This is an optimization exercise on Yosys and OpenROAD, whose aim is small area, a short achievable clock period and few clock cycles per item, not a production implementation. Only simulation tests tie the RTL to the original design; equivalence was not proved. Power is estimated from default activity; no workload was simulated.

$ cat design.v
module hearth_slot (
    input  wire        clk,
    input  wire        rst,
    input  wire        cfg_we,
    input  wire [4:0]  cfg_addr,
    input  wire [63:0] cfg_wdata,
    input  wire        clr,
    input  wire [1:0]  flags_clr,
    input  wire        in_valid,
    output wire        in_ready,
    input  wire [15:0] in_u,
    input  wire [15:0] in_v,
    output reg         out_valid,
    output reg  [15:0] out_y,
    output reg  [2:0]  out_region,
    output reg         out_clamped,
    output reg         out_sat,
    output wire [15:0] st_y_last,
    output wire [2:0]  st_region,
    output reg         st_as_seen,
    output reg         st_qs_seen,
    output reg         st_clamped,
    output reg  [15:0] st_swaps
);
    localparam [2:0] S_IDLE  = 3'd0,
                     S_UP    = 3'd1,
                     S_DN    = 3'd2,
                     S_MAC   = 3'd3,
                     S_SHIFT = 3'd4,
                     S_DONE  = 3'd5;
    reg         order3;
    reg  [2:0]  regions;
    reg         err_mode;
    reg         sched_src;
    reg  [15:0] setpoint;
    reg  [15:0] hyst;
    reg  [15:0] y_init;
    reg  [63:0] set_b     [0:7];     
    reg  [47:0] set_a     [0:7];     
    reg  [2:0]  set_shift [0:7];
    reg  [15:0] set_min   [0:7];
    reg  [15:0] set_max   [0:7];
    reg  [15:0] set_upper [0:7];
    reg  [15:0] x1, x2, x3;
    reg  [15:0] y1, y2, y3;
    reg  [2:0]  k;
    assign st_y_last = y1;
    assign st_region = k;
    reg  [2:0]  state;
    reg  [15:0] x0;
    reg  [15:0] v;
    reg  [2:0]  kw;          
    reg         phase;       
    reg  [1:0]  idx;         
    reg  [39:0] acc;
    reg         as_f;
    reg         qs_f;
    assign in_ready = (state == S_IDLE);
    wire n3 = order3;
    wire [16:0] err_diff = {setpoint[15], setpoint} - {in_u[15], in_u};
    wire        err_ovf  = err_diff[16] != err_diff[15];
    wire [15:0] err_sat  = err_ovf ? (err_diff[16] ? 16'h8000 : 16'h7FFF) : err_diff[15:0];
    wire [2:0]  kw_m1   = kw - 3'd1;
    wire [15:0] up_here = set_upper[kw];
    wire [15:0] up_prev = set_upper[kw_m1];
    wire signed [17:0] v_ext   = {{2{v[15]}}, v};
    wire signed [17:0] up_lim  = {{2{up_here[15]}}, up_here} + {2'b00, hyst};
    wire signed [17:0] dn_lim  = {{2{up_prev[15]}}, up_prev} - {2'b00, hyst};
    wire        go_up   = (kw < regions) && (v_ext >= up_lim);
    wire        go_dn   = (kw != 3'd0) && (v_ext < dn_lim);
    wire [63:0] cb = set_b[kw];
    wire [47:0] ca = set_a[kw];
    reg  [15:0] coef;
    reg  [15:0] dat;
    always @(*) begin
        coef = 16'd0;
        dat  = 16'd0;
        if (!phase) begin
            case (idx)
                2'd0: begin coef = cb[15:0];  dat = x0; end
                2'd1: begin coef = cb[31:16]; dat = x1; end
                2'd2: begin coef = cb[47:32]; dat = x2; end
                2'd3: begin coef = cb[63:48]; dat = x3; end
            endcase
        end else begin
            case (idx)
                2'd1: begin coef = ca[15:0];  dat = y1; end
                2'd2: begin coef = ca[31:16]; dat = y2; end
                2'd3: begin coef = ca[47:32]; dat = y3; end
                default: begin coef = 16'd0; dat = 16'd0; end
            endcase
        end
    end
    wire signed [31:0] prod = $signed(coef) * $signed(dat);
    wire signed [40:0] acc_ext  = {acc[39], acc};
    wire signed [40:0] prod_ext = {{9{prod[31]}}, prod};
    wire signed [40:0] mac_sum  = phase ? (acc_ext - prod_ext) : (acc_ext + prod_ext);
    wire        mac_ovf = mac_sum[40] != mac_sum[39];
    wire [39:0] mac_sat = mac_ovf ? (mac_sum[40] ? 40'h80_0000_0000 : 40'h7F_FFFF_FFFF)
                                  : mac_sum[39:0];
    wire [1:0]  last_idx = n3 ? 2'd3 : 2'd2;
    wire [2:0]  shamt   = set_shift[kw];
    wire [46:0] sh_full = {{7{acc[39]}}, acc} << shamt;
    wire        sh_ovf  = (sh_full[46:39] != {8{acc[39]}});
    wire [39:0] sh_sat  = sh_ovf ? (acc[39] ? 40'h80_0000_0000 : 40'h7F_FFFF_FFFF)
                                 : sh_full[39:0];
    wire [40:0] rnd_sum = {acc[39], acc} + 41'h4000;
    wire [25:0] rnd     = rnd_sum[40:15];
    wire        rnd_ovf = (rnd[25:15] != {11{rnd[25]}});
    wire [15:0] r       = rnd_ovf ? (rnd[25] ? 16'h8000 : 16'h7FFF) : rnd[15:0];
    wire [15:0] omin    = set_min[kw];
    wire [15:0] omax    = set_max[kw];
    wire [15:0] r_lo    = ($signed(r) < $signed(omin)) ? omin : r;
    wire [15:0] y0      = ($signed(r_lo) > $signed(omax)) ? omax : r_lo;
    wire        clamp   = (y0 != r);
    integer j;
    always @(posedge clk) begin
        if (rst) begin
            order3    <= 1'b0;
            regions   <= 3'd0;
            err_mode  <= 1'b0;
            sched_src <= 1'b0;
            setpoint  <= 16'd0;
            hyst      <= 16'd0;
            y_init    <= 16'd0;
            for (j = 0; j < 8; j = j + 1) begin
                set_b[j]     <= 64'd0;
                set_a[j]     <= 48'd0;
                set_shift[j] <= 3'd0;
                set_min[j]   <= 16'h8000;
                set_max[j]   <= 16'h7FFF;
                set_upper[j] <= 16'h7FFF;
            end
            x1 <= 16'd0; x2 <= 16'd0; x3 <= 16'd0;
            y1 <= 16'd0; y2 <= 16'd0; y3 <= 16'd0;
            k  <= 3'd0;
            st_as_seen  <= 1'b0;
            st_qs_seen  <= 1'b0;
            st_clamped  <= 1'b0;
            st_swaps    <= 16'd0;
            state       <= S_IDLE;
            out_valid   <= 1'b0;
            out_y       <= 16'd0;
            out_region  <= 3'd0;
            out_clamped <= 1'b0;
            out_sat     <= 1'b0;
            x0    <= 16'd0;
            v     <= 16'd0;
            kw    <= 3'd0;
            phase <= 1'b0;
            idx   <= 2'd0;
            acc   <= 40'd0;
            as_f  <= 1'b0;
            qs_f  <= 1'b0;
        end else begin
            out_valid <= 1'b0;
            case (state)
                S_IDLE: begin
                    if (cfg_we) begin
                        case (cfg_addr)
                            5'd2: begin
                                order3    <= cfg_wdata[20];
                                regions   <= cfg_wdata[23:21];
                                err_mode  <= cfg_wdata[25];
                                sched_src <= cfg_wdata[26];
                                if (k > cfg_wdata[23:21])
                                    k <= cfg_wdata[23:21];
                            end
                            5'd3: begin
                                setpoint <= cfg_wdata[47:32];
                                hyst     <= cfg_wdata[63:48];
                            end
                            5'd4: y_init <= cfg_wdata[47:32];
                            5'd6,  5'd9,  5'd12, 5'd15,
                            5'd18, 5'd21, 5'd24, 5'd27:
                                set_b[(cfg_addr - 5'd6) / 3] <= cfg_wdata;
                            5'd7,  5'd10, 5'd13, 5'd16,
                            5'd19, 5'd22, 5'd25, 5'd28: begin
                                set_a[(cfg_addr - 5'd7) / 3]     <= cfg_wdata[47:0];
                                set_shift[(cfg_addr - 5'd7) / 3] <= cfg_wdata[50:48];
                            end
                            5'd8,  5'd11, 5'd14, 5'd17,
                            5'd20, 5'd23, 5'd26, 5'd29: begin
                                set_min[(cfg_addr - 5'd8) / 3]   <= cfg_wdata[15:0];
                                set_max[(cfg_addr - 5'd8) / 3]   <= cfg_wdata[31:16];
                                set_upper[(cfg_addr - 5'd8) / 3] <= cfg_wdata[47:32];
                            end
                            default: ;
                        endcase
                    end
                    if (clr) begin
                        x1 <= 16'd0; x2 <= 16'd0; x3 <= 16'd0;
                        y1 <= y_init; y2 <= y_init; y3 <= y_init;
                        k  <= 3'd0;
                    end
                    if (flags_clr[0]) st_as_seen <= 1'b0;
                    if (flags_clr[1]) st_qs_seen <= 1'b0;
                    if (in_valid) begin
                        x0    <= err_mode ? err_sat : in_u;
                        qs_f  <= err_mode & err_ovf;
                        as_f  <= 1'b0;
                        v     <= sched_src ? in_v : in_u;
                        kw    <= k;
                        acc   <= 40'd0;
                        phase <= 1'b0;
                        idx   <= 2'd0;
                        state <= S_UP;
                    end
                end
                S_UP: begin
                    if (go_up)
                        kw <= kw + 3'd1;
                    else
                        state <= S_DN;
                end
                S_DN: begin
                    if (go_dn)
                        kw <= kw - 3'd1;
                    else
                        state <= S_MAC;
                end
                S_MAC: begin
                    acc  <= mac_sat;
                    as_f <= as_f | mac_ovf;
                    if (!phase) begin
                        if (idx == last_idx) begin
                            phase <= 1'b1;
                            idx   <= 2'd1;
                        end else begin
                            idx <= idx + 2'd1;
                        end
                    end else begin
                        if (idx == last_idx)
                            state <= S_SHIFT;
                        else
                            idx <= idx + 2'd1;
                    end
                end
                S_SHIFT: begin
                    acc   <= sh_sat;
                    as_f  <= as_f | sh_ovf;
                    state <= S_DONE;
                end
                S_DONE: begin
                    if (n3) begin
                        x3 <= x2;
                        y3 <= y2;
                    end
                    x2 <= x1;
                    y2 <= y1;
                    x1 <= x0;
                    y1 <= y0;
                    k  <= kw;
                    if (kw != k && st_swaps != 16'hFFFF)
                        st_swaps <= st_swaps + 16'd1;
                    st_as_seen  <= st_as_seen | as_f;
                    st_qs_seen  <= st_qs_seen | qs_f | rnd_ovf;
                    st_clamped  <= clamp;
                    out_valid   <= 1'b1;
                    out_y       <= y0;
                    out_region  <= kw;
                    out_clamped <= clamp;
                    out_sat     <= as_f | qs_f | rnd_ovf;
                    state       <= S_IDLE;
                end
                default: state <= S_IDLE;
            endcase
        end
    end
endmodule
$ cat run.sh
#!/bin/bash
# synth_recipe.tcl (not shown) runs the flow's synth.tcl, then flattens the netlist and writes it again
# the make line also repeats each setting of config.mk as NAME=value (left out here)
make -C /OpenROAD-flow-scripts/flow DESIGN_CONFIG=/design/flow/config.mk WORK_HOME=/design/flow/orfs CLKGATE_MAP_FILE= SYNTH_SCRIPT=/design/flow/synth_recipe.tcl finish
$ cat config.mk
export PLATFORM = sky130hd
export DESIGN_NAME = hearth_slot
export DESIGN_NICKNAME = hearth_slot
export VERILOG_FILES = /design/flow/design.v
export SDC_FILE = /design/flow/constraint.sdc
export NUM_CORES = 4
export LEC_CHECK = 0
export CAP_MARGIN = 20
export CORE_MARGIN = 2
export CORE_UTILIZATION = 40
export PLACE_DENSITY = 0.6
export SLEW_MARGIN = 20
$ cat constraint.sdc
create_clock -name core_clock -period 12.5 [get_ports {clk}]
set_input_delay 2.5000 -clock core_clock [delete_from_list [all_inputs] [get_ports {clk}]]
set_output_delay 2.5000 -clock core_clock [all_outputs]
set_load 0.01 [all_outputs]
==> metrics.csv <==
stage;metric;value;unit
run_status;status;finished clean;
final_layout;layout cells sized above 1;0.132;
cts;insertion delay of the later-clocked pin in the worst-skew pair;0.83;ns
die;Top Ports;169;
die;Vert. Die Dim;484;um
cts;cts hold-fix bufs;0;
die;core area;0.230;mm2
drt;WL final;307000;um
cts;CTS Root Buffer Type;clkbuf_16;
timing;Max Freq;83.1;MHz
synthesis;Commonest cells post-synth;edfxtp_1 (1304), and2_1 (997), nand2_1 (917), clkbuf_1 (480), inv_1 (404);
final_layout;Area Overhead vs Synth;12.5;%
power_and_ir_drop;Pwr Density;232;mW/mm2
worst_hold_path;min-delay worst type;reg -> reg;
cts;CTS tree;done;
synthesis;count leader, synth;edfxtp_1;
power_and_ir_drop;maximum VDD drop;383;uV
critical_path;Slowest-stage cell, CP;a222oi_1;
timing;Fin Setup TNS;0;ns
critical_path;delay-heaviest family, CP;adder cells;
final_layout;fin util;0.452;
drt;vias per inst;5.80;
die;row count;176;
synthesis;top post-synthesis cells by area;edfxtp_1 (42%), mux4_2 (8.7%), and2_1 (6.8%);
final_layout;FF+latch area;0.0448;mm2
critical_path;Stages on worst setup path;47;
cts;CTS Buffer Depth;3;
timing;number of setup violations in the final report;0;
flow_run;number of max-cap violations;0;
critical_path;Crit Path Max Fanout;16;
final_layout;multi-input logic area;0.0440;mm2
critical_path;CP required;13.18;ns
drt;number of remaining DRC errors;0;
synthesis;Seq cells post-synth;1583;
synthesis;Synthesis Warnings;1;
final_layout;fill cell count;20884;
timing;Slew headroom;0.235;
synthesis;Mean Syn Cell Area;11.5;um2
synthesis;Most used DFF post-synth;edfxtp_1;
timing;Worst Max-Slew Pin Slew;1.15;ns
global_routing;initial antenna violation count;17;
global_routing;global-route wire length before repair;446000;um
critical_path;Worst path max stage delay;0.72;ns
drt;ANT nets after route;0;
drt;Via Count;64992;
cts;CTS buffer count;170;
synthesis;number of synthesized flops with an enable pin;1304;
synthesis;post-synthesis cell type count;106;
timing;Final Skew;0.0931;ns
synthesis;asr flop ratio synth;0;
drt;DR pass1 iterations;7;
final_layout;Post-Layout Inst Area;0.104;mm2
timing;fin crit period;12.03;ns
critical_path;kind of end point of the critical path;flip-flop;
critical_path;R2R depth;47;
critical_path;reg2reg end;acc[6]$_SDFFE_PP0P_;
place;detailed placement HPWL;200000;um
global_routing;remaining global-route overflow;0;
cts;Clock Sinks;1583;
cts;clk slew on worst S/H paths;0.06;ns
die;chip width;484;um
critical_path;CP Launch Type;flip-flop;
final_layout;fin nets;8685;
die;initial core utilization;0.402;
power_and_ir_drop;Pwr Total;0.0241;W
cts;CTS H-tree depth;4;
synthesis;Post-Syn Area;0.0922;mm2
timing;Final Hold Fails;0;
critical_path;internal reg-to-reg setup slack;0.47;ns
place;DP Area;0.0980;mm2
critical_path;crit path DAT;12.72;ns
global_routing;vias in the first global route;64387;
global_routing;GRT Total Usage;0.257;
drt;initial drt markers;7492;
synthesis;sequential cell area fraction in the yosys report;0.485;
timing;post-route clock period utilization;0.963;
place;Final GP Congestion;0.932;
synthesis;Synth top area share;0.425;
critical_path;CP dominant cell by count;fa_1;
critical_path;kind of critical path;reg -> reg;
synthesis;Post-Syn Nets;8644;
timing;Slew Limit Fails;0;
die;full die area;0.234;mm2
synthesis;Yosys top cell by area;edfxtp_1;
critical_path;Worst Path Buf+Inv;9;
critical_path;Setup crit end;acc[6]$_SDFFE_PP0P_;
global_routing;pin count of the biggest net entering global routing;88;
synthesis;Synth Instances;7998;
place;Port-buffer cells;168;
drt;average wire per standard cell;27.4;um
power_and_ir_drop;Static Leak;38.5;nW
==> tightest hold or removal path: stages (launching register included) <==
cell and delay (ns):
dfxtp_1 0.31, nand2_1 0.05, a21oi_1 0.05
==> per-stage QoR <==
step	hold WS, ns	worst slack, ns	std cells
6_report	0.457	0.468	11201
5_1_grt	0.467	-0.0291	11199
4_1_cts	0.454	0.0193	11176
3_5_place_dp	0.448	0.0813	10871
3_3_place_gp	0.437	0.162	10869
2_1_floorplan	0.432	0.177	7998
==> cells by family after synthesis <==
| group | after synthesis | share of synthesized area |
|---|---|---|
| other cells | 2 | 0.0000814 |
| flops | 1583 | 0.485 |
| buf+inv | 998 | 0.0422 |
| simple gates | 3083 | 0.173 |
| xor+xnor | 192 | 0.0186 |
| mux | 552 | 0.109 |
| fa+ha+maj | 543 | 0.0953 |
| compound gates | 1045 | 0.0770 |
==> routing by layer <==
metal / vias to the layer above / GRT usage / wire length, um
met5: - / 0 / 80
met2: 2912 / 0.405 / 140000
met1: 33079 / 0.357 / 128000
li1: 28523 / - / -
met3: 466 / 0.0498 / 27200
met4: 12 / 0.0865 / 10900
==> state kept, by name, summed over array words and instances, names as in the netlist, 24 cells and up, named ones only <==
signal,flops
set_shift,24
set_max,128
acc,40
set_b,512
set_a,384
set_min,128
set_upper,128
==> how the worst min path moves through the flow <==
stage / from / to / cells past startpoint
after floorplan: x3[0]$_SDFFE_PP0P_ / x3[0]$_SDFFE_PP0P_ / 2
after global placement: x3[9]$_SDFFE_PP0P_ / x3[9]$_SDFFE_PP0P_ / 2
after detailed placement: setpoint[0]$_SDFFE_PP0P_ / setpoint[0]$_SDFFE_PP0P_ / 2
after CTS: x3[13]$_SDFFE_PP0P_ / x3[13]$_SDFFE_PP0P_ / 2
after global routing: x3[0]$_SDFFE_PP0P_ / x3[0]$_SDFFE_PP0P_ / 2
final: setpoint[0]$_SDFFE_PP0P_ / setpoint[0]$_SDFFE_PP0P_ / 2
==> final cells by class <==
type | instances | share of cell area
clock inverter | 92 | 0.00807
inverter | 409 | 0.0149
tap | 3026 | 0.0365
timing repair buffer | 458 | 0.0417
multi-input combinational | 5417 | 0.424
sequential | 1583 | 0.431
antenna | 3 | 0.0000723
clock buffer | 213 | 0.0431
==> report_power, final <==
part,switching [W],total (W),internal (W),leakage [nW]
Sequential,0.000199,0.00612,0.00592,15.0
Combinational,0.00782,0.0130,0.00523,20.9
Clock,0.00222,0.00490,0.00268,2.58
==> layout by cell type, fill, tap and decap left out, types with 48 or more instances in the layout <==
| master | count |
|---|---|
| nor2_1 | 381 |
| nand2b_1 | 279 |
| nor3_1 | 92 |
| clkbuf_16 | 174 |
| a222oi_1 | 65 |
| nand2_1 | 916 |
| and3_1 | 89 |
| mux2i_1 | 137 |
| nand3_1 | 101 |
| xor2_1 | 66 |
| dfxtp_1 | 274 |
| a21o_1 | 50 |
| a21oi_1 | 298 |
| o21ai_0 | 160 |
| fa_1 | 267 |
| mux2_2 | 49 |
| edfxtp_1 | 1304 |
| xnor2_1 | 122 |
| buf_4 | 250 |
| clkdlybuf4s50_1 | 161 |
| mux4_2 | 358 |
| inv_1 | 402 |
| and2_1 | 995 |
| a31oi_1 | 48 |
| ha_1 | 267 |
==> what timing repair did <==
item                       CTS  global route
setup endpoints to repair    0            41
setup buffers                0            17
resized for setup            0            43
Testbench counts, summed over its fixed seeds: cycles 89,582, items 8,000.

what the ideal ports hide:
Ports are ideal in the flow. The routed layout listed here was re-timed in OpenROAD. Step 1 sets driving cells, clkbuf_16 on the clock port and buf_2 on the other inputs (assumed; they add their load-dependent delay and slew). Step 2 times the ports against the registers' clock, not the clock port: input delays grow and output delays shrink by t, the midpoint of the rising clock arrivals with the driver on. Slacks: ideal ports / drivers / drivers and shift; pairs: ideal ports / drivers.
t (ns): 0.881
setup WS [ns]: 0.468 / 0.468 / 0.468
hold WS [ns]: 0.457 / 0.457 / 0.457
clock arrival spread, ns: 0.100 / 0.100
After both steps setup and hold are still met in this run. For this run, drivers alone change the setup slack by 0.000 ns; drivers and shift together by 0.000 ns.
